Context: an optimization exercise on an open-source flow, tuned for small area, a short achievable clock period and few clock cycles. The choices shown serve that exercise and are no tape-out recipe.
For this run, only the layout was checked, not whether the RTL still works.
No activity file was given, so power comes from the tool's default toggle rates.

## design/flow/config.mk

```make
export PLATFORM = sky130hd
export DESIGN_NAME = crc_unit
export DESIGN_NICKNAME = crc_unit
export VERILOG_FILES = /design/flow/design.v
export SDC_FILE = /design/flow/constraint.sdc
export NUM_CORES = 4
export LEC_CHECK = 0
export CAP_MARGIN = 20
export CORE_MARGIN = 2
export CORE_UTILIZATION = 25
export SLEW_MARGIN = 20
```

## design/flow/constraint.sdc

```tcl
create_clock -name core_clock -period 17.0 [get_ports {clk}]
set_input_delay 3.4000 -clock core_clock [delete_from_list [all_inputs] [get_ports {clk}]]
set_output_delay 3.4000 -clock core_clock [all_outputs]
set_load 0.01 [all_outputs]
```

## design/flow/design.v

```verilog
module crc_unit (
    input  wire        clk,
    input  wire        rst,           
    input  wire        req_valid,
    output wire        req_ready,
    input  wire        req_write,
    input  wire [2:0]  req_addr,      
    input  wire [31:0] req_wdata,
    output reg         rsp_valid,
    output reg  [31:0] rsp_rdata,
    output reg         exc            
);
    localparam [2:0] A_POLY   = 3'd0,
                     A_CFG    = 3'd1,
                     A_INIT   = 3'd2,
                     A_VALUE  = 3'd3,
                     A_RESULT = 3'd4,
                     A_IN8    = 3'd5,
                     A_IN16   = 3'd6,
                     A_IN32   = 3'd7;
    reg [31:0] poly;                  
    reg [31:0] init;                  
    reg [31:0] rref;                  
    reg [4:0]  wm1;                   
    reg        refin, refout, invert;
    reg [31:0] gref;                  
    reg        g_ok;                  
    reg [15:1] mu;                    
    reg        mu_ok;                 
    reg        s_dat;                 
    reg        s_8;                   
    reg        s_32;                  
    reg        s_r;                   
    reg        s_cfg;                 
    reg [31:0] q_d;                   
    reg        rdy;
    assign req_ready = rdy;
    wire accept = req_valid & rdy;
    wire wr     = accept & req_write;
    wire [4:0]  wm1_n    = s_cfg ? q_d[4:0] : wm1;
    wire        refin_n  = s_cfg ? q_d[8]   : refin;
    wire        refout_n = s_cfg ? q_d[9]   : refout;
    wire        invert_n = s_cfg ? q_d[10]  : invert;
    wire [31:0] mask_n   = 32'hFFFF_FFFF >> (~wm1_n);
    wire        go       = g_ok & mu_ok;
    wire        d_exec   = s_dat & go;
    wire [7:0]  r_hi = s_8 ? rref[7:0] : rref[15:8];
    wire [15:0] dv   = {(r_hi ^ q_d[15:8]) & {8{d_exec}},
                        (rref[7:0] ^ q_d[7:0]) & {8{d_exec & ~s_8}}};
    wire [31:0] rs   = ~d_exec ? rref : s_8 ? (rref >> 8) : (rref >> 16);
    reg [15:0] t;
    integer i, j, k;
    always @(*) begin
        for (k = 0; k < 16; k = k + 1) begin
            t[k] = dv[k];
            for (j = 0; j < k; j = j + 1)
                t[k] = t[k] ^ (mu[k - j] & dv[j]);
        end
    end
    reg [31:0] crc_out;
    always @(*) begin
        for (i = 0; i < 32; i = i + 1) begin
            crc_out[i] = rs[i];
            for (k = 0; k < 16; k = k + 1)
                if (i + 15 - k <= 31)
                    crc_out[i] = crc_out[i] ^ (t[k] & gref[i + 15 - k]);
        end
    end
    reg [15:0] m;
    always @(*) begin
        m[0] = 1'b1;
        for (k = 1; k < 16; k = k + 1) begin
            m[k] = gref[k - 1];
            for (j = 1; 2 * j <= k; j = j + 1)
                m[k] = m[k] ^ (m[j] & ((2 * j == k) ? 1'b1 : gref[k - 2 * j - 1]));
        end
    end
    function [31:0] rev32(input [31:0] v);
        integer n;
        for (n = 0; n < 32; n = n + 1)
            rev32[n] = v[31 - n];
    endfunction
    wire [31:0] fsh_out = rev32(crc_out) >> (~wm1);
    wire        g_fill  = ~g_ok & ~(s_r | s_cfg);
    wire [31:0] wsh_in  = s_r ? q_d : s_cfg ? fsh_out : poly;
    wire [31:0] wsh_out = rev32(wsh_in) >> (~wm1_n);
    wire [31:0] rref_n  = (s_r | s_cfg) ? wsh_out : crc_out;
    wire [31:0] rnat_n  = s_r ? (q_d & mask_n) : s_cfg ? (fsh_out & mask_n) : fsh_out;
    wire [31:0] invm    = invert_n ? mask_n : 32'd0;
    wire [31:0] res_n   = refout_n ? (rref_n ^ invm) : (rnat_n ^ invm);
    wire        a_dat   = req_addr[2] & (req_addr[1] | req_addr[0]);
    wire        s_dat_n = rdy ? (wr & a_dat) : s_dat;
    wire        s_32_n  = rdy ? (wr & (req_addr == A_IN32)) : (s_32 & ~d_exec);
    wire        poly_wr = wr & (req_addr == A_POLY);
    wire        g_ok_n  = ~(poly_wr | s_cfg) & (g_ok | g_fill);
    wire        mu_ok_n = ~g_fill;
    wire        rdy_n   = ~s_dat_n | (g_ok_n & mu_ok_n & ~s_32_n);
    function [7:0] order(input [7:0] b, input lsb_first);
        integer n;
        for (n = 0; n < 8; n = n + 1)
            order[n] = lsb_first ? b[n] : b[7 - n];
    endfunction
    always @(posedge clk) begin
        if (rst) begin
            poly   <= 32'd0;
            init   <= 32'd0;
            rref   <= 32'd0;
            wm1    <= 5'd0;
            refin  <= 1'b0;
            refout <= 1'b0;
            invert <= 1'b0;
            gref   <= 32'd0;
            g_ok   <= 1'b1;
            mu     <= 15'd0;
            mu_ok  <= 1'b1;
            s_dat  <= 1'b0;
            s_8    <= 1'b0;
            s_32   <= 1'b0;
            s_r    <= 1'b0;
            s_cfg  <= 1'b0;
            rdy    <= 1'b1;
            rsp_valid <= 1'b0;
            exc    <= 1'b0;
        end else begin
            if (poly_wr)
                poly <= req_wdata;
            if (wr & (req_addr == A_INIT))
                init <= req_wdata;
            rref   <= rref_n;
            wm1    <= wm1_n;
            refin  <= refin_n;
            refout <= refout_n;
            invert <= invert_n;
            if (g_fill)
                gref <= wsh_out;
            g_ok   <= g_ok_n;
            mu     <= m[15:1];
            mu_ok  <= mu_ok_n;
            s_dat  <= s_dat_n;
            s_32   <= s_32_n;
            if (rdy) begin
                s_8   <= wr & (req_addr == A_IN8);
                s_r   <= wr & ((req_addr == A_INIT) | (req_addr == A_VALUE));
                s_cfg <= wr & (req_addr == A_CFG) & (|req_wdata[4:1]);
            end
            rdy    <= rdy_n;
            rsp_valid <= accept & ~req_write;
            exc    <= wr & (req_addr == A_CFG) & ~(|req_wdata[4:1]);
        end
    end
    always @(posedge clk) begin
        if (rdy) begin
            if (a_dat) begin
                q_d[31:24] <= order(req_wdata[31:24], refin_n);
                q_d[23:16] <= order(req_wdata[23:16], refin_n);
                q_d[15:8]  <= order(req_addr == A_IN8 ? req_wdata[7:0] : req_wdata[15:8], refin_n);
                q_d[7:0]   <= order(req_wdata[7:0], refin_n);
            end else begin
                q_d <= req_wdata;
            end
        end else if (d_exec) begin
            q_d[15:0] <= q_d[31:16];     
        end
    end
    always @(posedge clk) begin
        case (req_addr)
            A_POLY:   rsp_rdata <= poly & mask_n;
            A_CFG:    rsp_rdata <= {21'd0, invert_n, refout_n, refin_n, 3'd0, wm1_n};
            A_INIT:   rsp_rdata <= init & mask_n;
            A_VALUE:  rsp_rdata <= rnat_n;
            A_RESULT: rsp_rdata <= res_n;
            default:  rsp_rdata <= 32'd0;      
        endcase
    end
endmodule
```

## design/flow/flow/run.sh

```bash
#!/bin/bash
# Standard layout, with timing repair aimed at a setup slack margin (the SDC is unchanged).
set -euo pipefail
bash standard.sh SETUP_SLACK_MARGIN=11 finish > standard.log 2>&1
```

## design/flow/standard.sh

```bash
#!/bin/bash
# synth_recipe.tcl (not shown) runs the flow's synth.tcl, then flattens the netlist and writes it again
# the make line also repeats each setting of config.mk as NAME=value (left out here)
make -C /OpenROAD-flow-scripts/flow DESIGN_CONFIG=/design/flow/config.mk WORK_HOME=/design/flow/orfs CLKGATE_MAP_FILE= SYNTH_SCRIPT=/design/flow/synth_recipe.tcl "${@:-finish}"
```

==> run notes <==
## power by group
part,switching (W),internal [W],leakage [nW],total (W)
combinational,0.000209,0.000143,9.81,0.000352
clock,0.000258,0.000360,0.443,0.000618
sequential,0.0000260,0.000553,1.91,0.000579
## cells in the final DEF (no fill, tap or decap), types with 17 or more instances in the layout
master,n
a21oi_1,188
buf_12,27
a211oi_1,25
xnor3_1,53
mux2i_1,83
xnor2_1,240
nand3_1,109
buf_6,59
o211ai_1,31
nor2_1,348
o21ai_0,73
a22oi_1,17
clkdlybuf4s50_1,71
nor2b_1,23
dfxtp_1,175
mux2_2,35
xnor3_2,30
xnor2_4,19
xnor2_2,59
a31oi_1,29
a31oi_4,17
nor3_1,38
and3_1,21
o22ai_1,30
edfxtp_1,32
mux4_2,37
o21ai_1,25
buf_4,315
a211oi_2,19
a21oi_2,28
inv_1,37
nand2_1,656
clkbuf_16,28
xor2_1,76
## metal layers
metal  wire, um  share of wire  GRT usage
met2      56200           0.41      0.368
met5         13       0.000095          0
met4      11400          0.083      0.156
met1      52200           0.38      0.336
met3      17600           0.13     0.0585
## per-stage QoR
step	utilization	power, W	setup WS, ns
floorplan	-	0.000724	10.91
global placement	0.271	0.000826	8.11
detailed placement	0.271	0.000826	8.18
CTS	0.323	0.00151	10.15
global route	0.342	0.00158	9.82
finish	0.342	0.00155	9.86
## how the worst max path moves through the flow
stage | endpoint | slack, ns | depth (start not counted)
2_1_floorplan | rsp_rdata[17] | 10.91 | 26
3_3_place_gp | rsp_rdata[18] | 8.11 | 23
3_5_place_dp | rsp_rdata[19] | 8.18 | 24
4_1_cts | rsp_rdata[17] | 10.15 | 26
5_1_grt | rsp_rdata[26] | 9.82 | 27
6_report | rsp_rdata[17] | 9.86 | 26
## layout make-up
class                           instances  area, um2  area share
Multi-Input combinational cell       2793      22000       0.645
Timing Repair Buffer                  485       4600       0.135
Tap cell                             1298       1620      0.0475
Clock buffer                           35        757      0.0221
Inverter                               40        151     0.00443
Clock inverter                         13        160     0.00468
Sequential cell                       225       4850       0.142
Antenna cell                            1       2.50   0.0000732
## worst register-to-register path, stage by stage, from the launching register on
cell      delay, ns
edfxtp_1       0.42
buf_12         0.18
xnor2_4        0.17
buf_6          0.16
nor2_4         0.16
buf_6          0.13
nand2_1        0.06
xnor2_1        0.19
xnor3_2        0.47
xor3_4         0.60
nand2_4        0.09
xnor2_2        0.18
xnor2_1        0.19
xnor3_2        0.51
mux4_2         0.61
mux2_4         0.30
a221o_1        0.42
nor3_2         0.24
o32a_1         0.29
buf_4          0.15
mux2i_1        0.07
mux2_4         0.31
o21a_1         0.20
and2_4         0.18
a21oi_4        0.26
xnor2_2        0.12
o41ai_2        0.33
## repair_timing
action                                  4_1_cts  5_1_grt
hold endpoints to repair                      0        0
gates cloned                                 17        0
buffers inserted                            220       88
gates resized for setup                     436      215
endpoints found under the setup margin       96       95
pin swaps                                   148      124
## flip-flops by register name, indices dropped and copies added (netlist names), 5 cells and up
register   cells
gref          32
init          32
poly          32
q_d           32
rref          32
rsp_rdata     32
mu            15
wm1            5
## cells by family (layout without fill, tap and decap cells)
logic type	after synthesis	in the layout	share of synthesized area
adder cells (fa/ha/maj)	6	6	0.00298
other	0	1	0
multiplexers	192	192	0.0978
buffers and inverters	323	573	0.0609
AO/OA/AOI/OAI	726	727	0.191
AND/OR/NAND/NOR	1354	1356	0.225
flip-flops	225	225	0.191
XOR/XNOR	508	512	0.230
==> flow_summary.toml <==
[setup_path]
critical_path_class = "reg -> reg"
end_kind = "register"
r2r-end = "rsp_rdata[17]"
crit_start = "q_d[0]"
critPathTopFamily = "XOR/XNOR gates"
crit_required_ns = 17.43
reg2reg_from = "q_d[0]"
reg2reg_slack_ns = 9.86
cp_slowest_cell = "mux4_2"
worst-path-max-fanout = 7
critical_path_arrival_ns = 7.56
worst-path-buf-inv = 4
cp-start-kind = "register"
max_stage_delay_ns = 0.61
rr_worst_depth = 26

[synth]
yosysTopAreaCell = "dfxtp_1"
syn_avg_cell_area_um2 = 7.56
ys_ff_latch = 225
synth.distinct_cells = 109
synth_flop_cell = "dfxtp_1"
synthCells = 3334
ys_seq_area_frac = 0.191
synth_most_common_cell = "nand2_1"
synth_fp_nets = 3379
netlist_area_um2 = 25200
synth_async_sr_flop_share = 0
synth_area_leaders = "dfxtp_1 (15%), xnor2_1 (11%), nand2_1 (10%)"
synth_commonest_cells = "nand2_1 (676), nor2_1 (377), xnor2_1 (311)"
ys.warnings.count = 1
synth_edf_count = 32
yosysTopAreaCellShare = 0.153

[global_route]
overflow = 0
grt_max_degree = 62
track_usage = 0.253
grt_pass1_wl_um = 194000
antenna_found_initial = 5
grt_pass1_vias = 26471

[floorplanning]
rows = 116
dieArea_um2 = 103000
start_util = 0.252
ioPinCount = 74
die_h_um = 321
die_w_um = 321
core_um2 = 100000

[drt]
dr.first_iter.drc_count = 4677
ant_nets = 0
vias_per_cell = 5.91
route.detailed.drc = 0
drtPass1Iterations = 6
vias = 28924
wl_per_cell_um = 28.1
wl_um = 137000

[sta]
min_period_ns = 7.14
finalClockSkew_ns = 0.0231
fmax_mhz = 140
worstMarginPinSlew_ns = 1.21
hold_viol = 0
rsz0062_at_grt = "true"
maxSlewViolCount = 0
holdWs_ns = 0.454
setup_tns_ns = 0
slew-limit-headroom = 0.183
finalSetupViolations = 0
fin_crit_sh = 0.420

[run]
cap_violations = 0

[cells_and_area]
num-fill-cells = 10159
final_cells = 4890
drive_gt1_frac = 0.281
areaGrowthSynthToFinish_pct = 35.7
nets = 3616
final_area_um2 = 34200

[pwr]
p_leak_nw = 12.2
irDropWorstVdd_v = 0.0000671
powerDensity_nw_per_um2 = 45.3

[placement]
dp.cells = 4515
dp_hpwl_um = 93800
numPortBuffers = 73
gp_congestion = 1.07
place_area_um2 = 27100

[hold_path]
hold_path_class = "reg -> reg"
hold_end = "gref[14]"
hold_depth = 2
min_from = "gref[14]"

[clocking]
htree_levels = 1
cts_buffers = 26
ctsHoldBuffers = 0
root_buffer = "clkbuf_16"
path_clk_slew_ns = 0.06
clk_latency_ns = 0.58
clock_tree.buffer_depth = 3
numClockSinks = 225
cts_tree = "built"

[status]
outcome = "finished clean"

## afterwards: timing with drivers on the ports
How much do the figures lean on ideal ports? The routed layout below was timed once more, with nothing changed but the port constraints. Step 1 sets driving cells, clkbuf_16 on the clock port and buf_2 on the other inputs (assumed; they add their load-dependent delay and slew). Step 2 moves the port delays by t, midway between the first and last clock arrival at a register: inputs arrive t later, outputs are due t later. That takes back most of the time a late clock gives input paths. a / b / c = no drivers / after step 1 / after step 2; a / b = the first two.
shift t [ns]: 0.632
setup WS [ns]: 9.864 / 9.864 / 9.864
hold slack, ns: 0.454 / 0.454 / 0.454
cell pins on the clock port's net: 1
After both steps this run still meets setup and hold. For this run, drivers alone change the setup slack by 0.000 ns; drivers and shift together by 0.000 ns.
